This design comes from an exercise in tuning for small area, a short achievable clock period and few clock cycles per item on the open sky130 flow, not from production work.
The RTL was checked by simulation tests, not by an equivalence proof against the original design.

==> run a: inputs <==
## therm_lane
module therm_lane (
    input  wire         clk,
    input  wire         rst,
    input  wire         in_valid,
    output wire         in_ready,
    input  wire [127:0] in_a,       
    input  wire [127:0] in_c,       
    input  wire [127:0] in_theta,   
    input  wire [31:0]  in_p,       
    input  wire [31:0]  in_tref,    
    output wire         out_valid,
    input  wire         out_ready,
    output wire [127:0] out_theta,  
    output wire [31:0]  out_tj      
);
==> module fp32_add, before the edit <==
module fp32_add (
    input  wire        clk,
    input  wire        en,
    input  wire [31:0] a,
    input  wire [31:0] b,
    output reg  [31:0] y
);
    wire a_em = (a[30:23] == 8'hFF);
    wire b_em = (b[30:23] == 8'hFF);
    wire a_nan = a_em & (a[22:0] != 0);
    wire b_nan = b_em & (b[22:0] != 0);
    wire a_inf = a_em & (a[22:0] == 0);
    wire b_inf = b_em & (b[22:0] == 0);
    function [4:0] lzc32(input [31:0] v);
        reg [31:0] x;
        reg z16, z8, z4, z2;
        begin
            z16 = (v[31:16] == 16'd0); x = z16 ? {v[15:0], 16'd0} : v;
            z8  = (x[31:24] == 8'd0);  x = z8  ? {x[23:0], 8'd0}  : x;
            z4  = (x[31:28] == 4'd0);  x = z4  ? {x[27:0], 4'd0}  : x;
            z2  = (x[31:30] == 2'd0);  x = z2  ? {x[29:0], 2'd0}  : x;
            lzc32 = {z16, z8, z4, z2, ~x[31]};
        end
    endfunction
    function [23:0] rev24(input [23:0] m);
        integer i;
        for (i = 0; i < 24; i = i + 1) rev24[i] = m[23 - i];
    endfunction
    wire        swap = b[30:0] > a[30:0];
    wire [31:0] x    = swap ? b : a;
    wire [31:0] z    = swap ? a : b;
    wire        sx = x[31];
    wire        sub = a[31] ^ b[31];
    wire        an = (a[30:23] != 0);
    wire        bn = (b[30:23] != 0);
    wire        xn = swap ? bn : an;
    wire        zn = swap ? an : bn;
    wire [7:0]  xx = swap ? {b[30:24], b[23] | ~bn} : {a[30:24], a[23] | ~an};
    wire [23:0] mx = {xn, x[22:0]};
    wire [23:0] mz = {zn, z[22:0]};
    wire [7:0]  ax_ = {a[30:24], a[23] | ~an};
    wire [7:0]  bx_ = {b[30:24], b[23] | ~bn};
    wire [7:0]  dab = ax_ - bx_;
    wire [7:0]  dba = bx_ - ax_;
    wire [7:0]  d   = swap ? dba : dab;
    wire [4:0]  tza = lzc32({rev24({an, a[22:0]}), 8'hFF});
    wire [4:0]  tzb = lzc32({rev24({bn, b[22:0]}), 8'hFF});
    wire [4:0]  tzz = swap ? tza : tzb;
    wire [4:0]  ds  = (d > 8'd26) ? 5'd27 : d[4:0];
    wire [26:0] mzs = {mz, 3'b000} >> ds;
    wire        st  = (d > 8'd26) ? (mz != 0) : ({1'b0, tzz} + 6'd3 < {1'b0, ds});
    wire [26:0] mza = {mzs[26:1], mzs[0] | st};
    wire [27:0] s = sub ? ({1'b0, mx, 3'b000} - {1'b0, mza})
                        : ({1'b0, mx, 3'b000} + {1'b0, mza});
    wire [1:0]  cls = (a_nan | b_nan | (a_inf & b_inf & (a[31] != b[31]))) ? 2'd1 :
                      (a_inf | b_inf) ? 2'd2 : 2'd0;
    wire        si  = a_inf ? a[31] : b[31];
    reg [27:0] s_r;
    reg [7:0]  xx_r;
    reg        sx_r, sub_r, si_r;
    reg [1:0]  cls_r;
    always @(posedge clk) if (en) begin
        s_r <= s; xx_r <= xx; sx_r <= sx; sub_r <= sub; si_r <= si; cls_r <= cls;
    end
    wire [4:0]  lz  = lzc32({s_r[26:0], 5'b11111});
    wire [7:0]  xm1 = xx_r - 8'd1;
    wire [4:0]  ls  = ({3'b0, lz} <= xm1) ? lz : xm1[4:0];
    wire [26:0] sl  = s_r[26:0] << ls;
    wire [26:0] sn  = s_r[27] ? {s_r[27:2], s_r[1] | s_r[0]} : sl;
    wire [8:0]  en_ = s_r[27] ? ({1'b0, xx_r} + 9'd1) : ({1'b0, xx_r} - {4'd0, ls});
    wire [7:0]  ef  = sn[26] ? en_[7:0] : 8'd0;
    wire        guard = sn[2];
    wire        stk   = sn[1] | sn[0];
    wire        rup   = guard & (stk | sn[3]);
    wire [30:0] mag   = {ef, sn[25:3]} + {30'd0, rup};
    always @* begin
        if (cls_r == 2'd1)
            y = 32'h7FC00000;
        else if (cls_r == 2'd2)
            y = {si_r, 8'hFF, 23'd0};
        else if (s_r == 28'd0)
            y = {sub_r ? 1'b0 : sx_r, 31'd0};
        else if (en_ >= 9'd255)
            y = {sx_r, 8'hFF, 23'd0};
        else
            y = {sx_r, mag};
    end
endmodule
==> module fp32_mul, before the edit <==
module fp32_mul (
    input  wire        clk,
    input  wire        en,
    input  wire [31:0] a,
    input  wire [31:0] b,
    output reg  [31:0] y
);
    wire        sy = a[31] ^ b[31];
    wire [7:0]  ea = a[30:23];
    wire [7:0]  eb = b[30:23];
    wire [22:0] fa = a[22:0];
    wire [22:0] fb = b[22:0];
    wire a_ez = (ea == 8'h00);
    wire b_ez = (eb == 8'h00);
    wire a_em = (ea == 8'hFF);
    wire b_em = (eb == 8'hFF);
    wire a_fz = (fa == 23'd0);
    wire b_fz = (fb == 23'd0);
    wire a_nan  = a_em & ~a_fz;
    wire b_nan  = b_em & ~b_fz;
    wire a_inf  = a_em & a_fz;
    wire b_inf  = b_em & b_fz;
    wire a_zero = a_ez & a_fz;
    wire b_zero = b_ez & b_fz;
    wire [23:0] ma = {~a_ez, fa};
    wire [23:0] mb = {~b_ez, fb};
    function [4:0] lzc32(input [31:0] v);
        reg [31:0] x;
        reg z16, z8, z4, z2;
        begin
            z16 = (v[31:16] == 16'd0); x = z16 ? {v[15:0], 16'd0} : v;
            z8  = (x[31:24] == 8'd0);  x = z8  ? {x[23:0], 8'd0}  : x;
            z4  = (x[31:28] == 4'd0);  x = z4  ? {x[27:0], 4'd0}  : x;
            z2  = (x[31:30] == 2'd0);  x = z2  ? {x[29:0], 2'd0}  : x;
            lzc32 = {z16, z8, z4, z2, ~x[31]};
        end
    endfunction
    function [23:0] rev24(input [23:0] m);
        integer i;
        for (i = 0; i < 24; i = i + 1) rev24[i] = m[23 - i];
    endfunction
    wire [4:0] lza = lzc32({ma, 8'hFF});
    wire [4:0] lzb = lzc32({mb, 8'hFF});
    wire [4:0] lzs = a_ez ? lza : lzb;
    wire [5:0] tzs = lzc32({rev24(ma), 8'hFF}) + lzc32({rev24(mb), 8'hFF});
    wire [47:0] p;
    mul24 u_m (.a(ma), .b(mb), .p(p));
    wire signed [10:0] E1 = $signed({3'b0, ea}) + $signed({10'b0, a_ez})
                          + $signed({3'b0, eb}) + $signed({10'b0, b_ez}) - 11'sd127;
    wire signed [10:0] lzw = $signed({6'b0, lzs});
    wire        e_nneg = (E1 >= lzw);                  
    wire        e_pos  = (E1 > lzw);                   
    wire        e_zero = (E1 == lzw);
    wire        e_gt   = (E1 > 11'sd254);
    wire        e_eq   = (E1 == 11'sd254);
    wire [7:0]  e0     = E1[7:0] - {3'b0, lzs};
    wire [6:0]  sh_p = 7'd24 - {2'b0, lzs};
    wire signed [10:0] shn = 11'sd24 - E1;
    wire [6:0]  sh_n = (shn > 11'sd127) ? 7'd127 : shn[6:0];
    wire [6:0]  sh   = e_nneg ? sh_p : sh_n;
    wire [7:0]  tzw = {2'b0, tzs};
    wire        st23 = (tzw + 8'd1) < {1'b0, sh};
    wire        st22 = (tzw + 8'd2) < {1'b0, sh};
    wire [1:0]  cls = (a_nan | b_nan | (a_inf & b_zero) | (b_inf & a_zero)) ? 2'd1 :
                      (a_inf | b_inf) ? 2'd2 :
                      (a_zero | b_zero | (a_ez & b_ez)) ? 2'd3 : 2'd0;
    reg [47:0] p_r;
    reg        sy_r, e_pos_r, e_zero_r, e_gt_r, e_eq_r, st23_r, st22_r;
    reg [6:0]  sh_r;
    reg [7:0]  e_r;
    reg [1:0]  cls_r;
    always @(posedge clk) if (en) begin
        p_r <= p; sy_r <= sy; e_pos_r <= e_pos; e_zero_r <= e_zero;
        e_gt_r <= e_gt; e_eq_r <= e_eq; st23_r <= st23; st22_r <= st22;
        sh_r <= sh; e_r <= e0; cls_r <= cls;
    end
    wire [71:0] tw = {p_r, 24'd0} >> sh_r;
    wire [25:0] t  = tw[47:22];               
    wire        t47 = t[25];
    wire        normal = e_pos_r | (e_zero_r & t47);
    wire        lsh = normal & ~t47;         
    wire [24:0] m   = lsh ? t[24:0] : t[25:1];    
    wire [7:0]  ef  = normal ? (e_r + {7'd0, t47}) : 8'd0;
    wire        ovf = normal & (e_gt_r | (e_eq_r & t47));
    wire        guard = m[0];
    wire        stk   = lsh ? st22_r : st23_r;
    wire        rup   = guard & (stk | m[1]);
    wire [30:0] mag   = {ef, m[23:1]} + {30'd0, rup};
    always @* begin
        case (cls_r)
            2'd1: y = 32'h7FC00000;
            2'd2: y = {sy_r, 8'hFF, 23'd0};
            2'd3: y = {sy_r, 31'd0};
            default: y = ovf ? {sy_r, 8'hFF, 23'd0} : {sy_r, mag};
        endcase
    end
endmodule
export LEC_CHECK = 0
export ABC_AREA = 1
export CAP_MARGIN = 20
export CORE_MARGIN = 2
export CORE_UTILIZATION = 40
export PLACE_DENSITY = 0.6
export SLEW_MARGIN = 20
create_clock -name core_clock -period 18.0 [get_ports {clk}]
standard.sh (not shown) runs the stock make flow with config.mk's settings and CLKGATE_MAP_FILE= SYNTH_SCRIPT=/design/flow/synth_recipe.tcl, a recipe that flattens the netlist after the stock synthesis.
==> flow/flow/run.sh <==
#!/bin/bash
# The standard layout, with timing repair aiming for a setup slack of
# MARGIN ns at the design's clock period, and the smallest buffer on the ports.
set -euo pipefail
MARGIN=11.5
bash standard.sh SETUP_SLACK_MARGIN=$MARGIN \
    "BUFFER_PORTS_ARGS=-buffer_cell sky130_fd_sc_hd__buf_1" finish > standard.log 2>&1
==> inputs of run b, as changes to run a <==
--- a/flow/design.v
+++ b/flow/design.v
@@ -1126,4 +1126,3 @@
     wire [26:0] mza = {mzs[26:1], mzs[0] | st};
-    wire [27:0] s = sub ? ({1'b0, mx, 3'b000} - {1'b0, mza})
-                        : ({1'b0, mx, 3'b000} + {1'b0, mza});
+    wire [27:0] s = {1'b0, mx, 3'b000} + ({1'b0, mza} ^ {28{sub}}) + {27'd0, sub};
     wire [1:0]  cls = (a_nan | b_nan | (a_inf & b_inf & (a[31] != b[31]))) ? 2'd1 :
@@ -1143,3 +1142,3 @@
     wire [26:0] sn  = s_r[27] ? {s_r[27:2], s_r[1] | s_r[0]} : sl;
-    wire [8:0]  en_ = s_r[27] ? ({1'b0, xx_r} + 9'd1) : ({1'b0, xx_r} - {4'd0, ls});
+    wire [8:0]  en_ = {1'b0, xx_r} + (s_r[27] ? 9'd1 : -{4'd0, ls});
     wire [7:0]  ef  = sn[26] ? en_[7:0] : 8'd0;
Settings changed: CORE_UTILIZATION 40 to 70, PLACE_DENSITY 0.6 to 0.85, TNS_END_PERCENT set to 20.
==> inputs of run c, as changes to run a <==
--- a/flow/design.v
+++ b/flow/design.v
@@ -26,36 +26,33 @@
     wire [23:0] mb = {~b_ez, fb};
-    function [4:0] lzc32(input [31:0] v);
-        reg [31:0] x;
-        reg z16, z8, z4, z2;
+    function [4:0] lzc24(input [23:0] m);
+        integer i;
         begin
-            z16 = (v[31:16] == 16'd0); x = z16 ? {v[15:0], 16'd0} : v;
-            z8  = (x[31:24] == 8'd0);  x = z8  ? {x[23:0], 8'd0}  : x;
-            z4  = (x[31:28] == 4'd0);  x = z4  ? {x[27:0], 4'd0}  : x;
-            z2  = (x[31:30] == 2'd0);  x = z2  ? {x[29:0], 2'd0}  : x;
-            lzc32 = {z16, z8, z4, z2, ~x[31]};
+            lzc24 = 5'd24;
+            for (i = 0; i < 24; i = i + 1)
+                if (m[i]) lzc24 = 5'd23 - i[4:0];
         end
     endfunction
-    function [23:0] rev24(input [23:0] m);
+    function [4:0] tzc24(input [23:0] m);
         integer i;
-        for (i = 0; i < 24; i = i + 1) rev24[i] = m[23 - i];
+        begin
+            tzc24 = 5'd24;
+            for (i = 23; i >= 0; i = i - 1)
+                if (m[i]) tzc24 = i[4:0];
+        end
     endfunction
-    wire [4:0] lza = lzc32({ma, 8'hFF});
-    wire [4:0] lzb = lzc32({mb, 8'hFF});
-    wire [4:0] lzs = a_ez ? lza : lzb;
-    wire [5:0] tzs = lzc32({rev24(ma), 8'hFF}) + lzc32({rev24(mb), 8'hFF});
+    wire [5:0] lzs = lzc24(ma) + lzc24(mb);
+    wire [5:0] tzs = tzc24(ma) + tzc24(mb);
     wire [47:0] p;
     mul24 u_m (.a(ma), .b(mb), .p(p));
-    wire signed [10:0] E1 = $signed({3'b0, ea}) + $signed({10'b0, a_ez})
-                          + $signed({3'b0, eb}) + $signed({10'b0, b_ez}) - 11'sd127;
-    wire signed [10:0] lzw = $signed({6'b0, lzs});
-    wire        e_nneg = (E1 >= lzw);                  
-    wire        e_pos  = (E1 > lzw);                   
-    wire        e_zero = (E1 == lzw);
-    wire        e_gt   = (E1 > 11'sd254);
-    wire        e_eq   = (E1 == 11'sd254);
-    wire [7:0]  e0     = E1[7:0] - {3'b0, lzs};
-    wire [6:0]  sh_p = 7'd24 - {2'b0, lzs};
-    wire signed [10:0] shn = 11'sd24 - E1;
-    wire [6:0]  sh_n = (shn > 11'sd127) ? 7'd127 : shn[6:0];
-    wire [6:0]  sh   = e_nneg ? sh_p : sh_n;
+    wire signed [10:0] E0 = $signed({3'b0, ea}) + $signed({10'b0, a_ez})
+                          + $signed({3'b0, eb}) + $signed({10'b0, b_ez})
+                          - $signed({5'b0, lzs}) - 11'sd127;
+    wire        e_pos  = ~E0[10] & (E0 != 0);
+    wire        e_zero = (E0 == 0);
+    wire        e_gt   = ~E0[10] & (E0 > 11'sd254);
+    wire        e_eq   = (E0 == 11'sd254);
+    wire [10:0] nE0 = -E0;
+    wire [6:0]  rs  = (E0[10] & (nE0 > 11'd48)) ? 7'd48 : (E0[10] ? nE0[6:0] : 7'd0);
+    wire [7:0]  shw = 8'd24 + {1'b0, rs} - {2'b0, lzs};
+    wire [6:0]  sh  = shw[7] ? 7'd0 : shw[6:0];
     wire [7:0]  tzw = {2'b0, tzs};
@@ -74,3 +71,3 @@
         e_gt_r <= e_gt; e_eq_r <= e_eq; st23_r <= st23; st22_r <= st22;
-        sh_r <= sh; e_r <= e0; cls_r <= cls;
+        sh_r <= sh; e_r <= E0[7:0]; cls_r <= cls;
     end
@@ -1087,17 +1084,2 @@
     wire b_inf = b_em & (b[22:0] == 0);
-    function [4:0] lzc32(input [31:0] v);
-        reg [31:0] x;
-        reg z16, z8, z4, z2;
-        begin
-            z16 = (v[31:16] == 16'd0); x = z16 ? {v[15:0], 16'd0} : v;
-            z8  = (x[31:24] == 8'd0);  x = z8  ? {x[23:0], 8'd0}  : x;
-            z4  = (x[31:28] == 4'd0);  x = z4  ? {x[27:0], 4'd0}  : x;
-            z2  = (x[31:30] == 2'd0);  x = z2  ? {x[29:0], 2'd0}  : x;
-            lzc32 = {z16, z8, z4, z2, ~x[31]};
-        end
-    endfunction
-    function [23:0] rev24(input [23:0] m);
-        integer i;
-        for (i = 0; i < 24; i = i + 1) rev24[i] = m[23 - i];
-    endfunction
     wire        swap = b[30:0] > a[30:0];
@@ -1106,21 +1088,22 @@
     wire        sx = x[31];
-    wire        sub = a[31] ^ b[31];
-    wire        an = (a[30:23] != 0);
-    wire        bn = (b[30:23] != 0);
-    wire        xn = swap ? bn : an;
-    wire        zn = swap ? an : bn;
-    wire [7:0]  xx = swap ? {b[30:24], b[23] | ~bn} : {a[30:24], a[23] | ~an};
+    wire        sub = x[31] ^ z[31];
+    wire [7:0]  ex = x[30:23];
+    wire [7:0]  ez = z[30:23];
+    wire        xn = (ex != 0);
+    wire        zn = (ez != 0);
+    wire [7:0]  xx = {ex[7:1], ex[0] | ~xn};
     wire [23:0] mx = {xn, x[22:0]};
     wire [23:0] mz = {zn, z[22:0]};
-    wire [7:0]  ax_ = {a[30:24], a[23] | ~an};
-    wire [7:0]  bx_ = {b[30:24], b[23] | ~bn};
-    wire [7:0]  dab = ax_ - bx_;
-    wire [7:0]  dba = bx_ - ax_;
-    wire [7:0]  d   = swap ? dba : dab;
-    wire [4:0]  tza = lzc32({rev24({an, a[22:0]}), 8'hFF});
-    wire [4:0]  tzb = lzc32({rev24({bn, b[22:0]}), 8'hFF});
-    wire [4:0]  tzz = swap ? tza : tzb;
+    wire [7:0]  d  = ex - ez - {7'd0, zn ^ xn};
+    function [4:0] tzc24(input [23:0] m);
+        integer i;
+        begin
+            tzc24 = 5'd24;
+            for (i = 23; i >= 0; i = i - 1)
+                if (m[i]) tzc24 = i[4:0];
+        end
+    endfunction
     wire [4:0]  ds  = (d > 8'd26) ? 5'd27 : d[4:0];
     wire [26:0] mzs = {mz, 3'b000} >> ds;
-    wire        st  = (d > 8'd26) ? (mz != 0) : ({1'b0, tzz} + 6'd3 < {1'b0, ds});
+    wire        st  = (d > 8'd26) ? (mz != 0) : ({1'b0, tzc24(mz)} + 6'd3 < {1'b0, ds});
     wire [26:0] mza = {mzs[26:1], mzs[0] | st};
@@ -1138,3 +1121,11 @@
     end
-    wire [4:0]  lz  = lzc32({s_r[26:0], 5'b11111});
+    function [4:0] lzc27(input [26:0] v);
+        integer i;
+        begin
+            lzc27 = 5'd27;
+            for (i = 0; i < 27; i = i + 1)
+                if (v[i]) lzc27 = 5'd26 - i[4:0];
+        end
+    endfunction
+    wire [4:0]  lz  = lzc27(s_r[26:0]);
     wire [7:0]  xm1 = xx_r - 8'd1;
--- a/flow/flow/run.sh
+++ b/flow/flow/run.sh
@@ -4,3 +4,3 @@
 set -euo pipefail
-MARGIN=11.5
+MARGIN=11
 bash standard.sh SETUP_SLACK_MARGIN=$MARGIN \
==> inputs of run d, as changes to run a <==
--- a/flow/design.v
+++ b/flow/design.v
@@ -1126,4 +1126,3 @@
     wire [26:0] mza = {mzs[26:1], mzs[0] | st};
-    wire [27:0] s = sub ? ({1'b0, mx, 3'b000} - {1'b0, mza})
-                        : ({1'b0, mx, 3'b000} + {1'b0, mza});
+    wire [27:0] s = {1'b0, mx, 3'b000} + ({1'b0, mza} ^ {28{sub}}) + {27'd0, sub};
     wire [1:0]  cls = (a_nan | b_nan | (a_inf & b_inf & (a[31] != b[31]))) ? 2'd1 :
@@ -1143,3 +1142,3 @@
     wire [26:0] sn  = s_r[27] ? {s_r[27:2], s_r[1] | s_r[0]} : sl;
-    wire [8:0]  en_ = s_r[27] ? ({1'b0, xx_r} + 9'd1) : ({1'b0, xx_r} - {4'd0, ls});
+    wire [8:0]  en_ = {1'b0, xx_r} + (s_r[27] ? 9'd1 : -{4'd0, ls});
     wire [7:0]  ef  = sn[26] ? en_[7:0] : 8'd0;
Settings changed: CORE_UTILIZATION 40 to 50, PLACE_DENSITY 0.6 to 0.68, TNS_END_PERCENT set to 5.
==> impl_metrics.yaml <==
grt:
  grt_pass1_vias: 53477
  grt.overflow.total: 0
critical_path:
  timing.critical_path.to_type: "flip-flop"
  startpoint: "u_add.s_r[19]"
  r2r_setup_slack_ns: 11.03
flow_run:
  max-cap-violations: 0
detailed_routing:
  route.antenna.remaining_nets: 0
  m1WireLength_mm: 82.38
min_path:
  min-delay-path-class: "reg -> reg"
cells_and_area:
  largest_register_ffs: 128
  seqAreaFraction_pct: 24.84
  area_share_nonclk_buffers_pct: 8.108
  largest_class: "multi-input combinational cells"
clock_tree:
  post-cts-setup-buffer-count: 105
run_status:
  run_status: "finished clean"
timing:
  final-hold-violation-count: 0
Source of the figures above: run d

==> impl_metrics.yaml <==
grt:
  grt.overflow.total: 9
  pin_count_of_the_biggest_net_entering_global_routing: 162
  grt_pass1_vias: 60726
clock_tree:
  cts-resized-gates: 116
  post-cts-setup-buffer-count: 60
synth:
  post_syn_nets: 8222
  ys.warnings.count: 3
  synth_mux_area_share_pct: 0.3537
  syn_avg_cell_area_um2: 7.390
run_status:
  stopped_at: "global routing (5_1_grt)"
  error_that_stopped_the_run: "[ERROR GRT-0116] Global routing finished with congestion. Check the congestion regions in the DRC Viewer."
  run_status: "stopped before the end"
die:
  starting_utilization_of_the_core_area_pct: 70.80
Source of the figures above: run b

==> impl_metrics.yaml <==
run_status:
  run_status: "finished clean"
critical_path:
  r2r_setup_slack_ns: 11.36
  startpoint: "u_add.s_r[18]"
  timing.critical_path.to_type: "flip-flop"
timing:
  final-hold-violation-count: 0
flow_run:
  max-cap-violations: 0
cells_and_area:
  largest_register_ffs: 128
  area_share_nonclk_buffers_pct: 8.848
  seqAreaFraction_pct: 23.47
  largest_class: "multi-input combinational cells"
grt:
  grt_pass1_vias: 54343
  grt_pass1_wl_mm: 346.2
  grt.overflow.total: 0
detailed_routing:
  m1WireLength_mm: 89.29
  route.antenna.remaining_nets: 0
synth:
  number_of_flops_mapped_to_enable_cells_by_yosys: 509
clock_tree:
  post-cts-setup-buffer-count: 118
Source of the figures above: run a

==> impl_metrics.yaml <==
cells_and_area:
  seqAreaFraction_pct: 23.87
  area_share_nonclk_buffers_pct: 8.735
  largest_class: "multi-input combinational cells"
  largest_register_ffs: 128
critical_path:
  startpoint: "op_y[1]"
  timing.critical_path.to_type: "flip-flop"
  r2r_setup_slack_ns: 9.28
clock_tree:
  post-cts-setup-buffer-count: 127
detailed_routing:
  m1WireLength_mm: 80.51
  route.antenna.remaining_nets: 0
timing:
  final-hold-violation-count: 0
grt:
  grt.overflow.total: 0
  grt_pass1_vias: 52821
run_status:
  run_status: "finished clean"
Source of the figures above: run c

Testbench counts of run a, summed over its fixed seeds: cycles 64,064, items 8,000.
Testbench counts of run b, summed over its fixed seeds: cycles 64,064, items 8,000.
Testbench counts of run c, summed over its fixed seeds: cycles 64,064, items 8,000.
Testbench counts of run d, summed over its fixed seeds: cycles 64,064, items 8,000.

[static timing again, ports no longer ideal]
How much do the figures lean on ideal ports? The routed layouts below were timed once more, with nothing changed but the port constraints.
Step 1 assumes that a clkbuf_16 drives the clock port and a buf_2 every other input.
Step 2 also shifts input and output timing later by t, the mid clock arrival at the registers, as if the neighbouring blocks saw the same clock.
Three values: no drivers, after step 1, after step 2; two values: the first two.
| run | shift t [ns] | setup WS [ns] | hold WS [ns] |
|---|---|---|---|
| run a | 0.764 | 11.357 / 11.357 / 11.093 | 0.419 / 0.419 / 0.419 |
| run c | 0.754 | 9.284 / 9.284 / 9.284 | 0.418 / 0.418 / 0.418 |
| run d | 0.746 | 11.027 / 11.027 / 10.426 | 0.419 / 0.419 / 0.419 |
After both steps every run listed still meets setup and hold. The setup slack of run d, which loses most, moves by 0.000 ns with the drivers and by -0.601 ns with both steps.
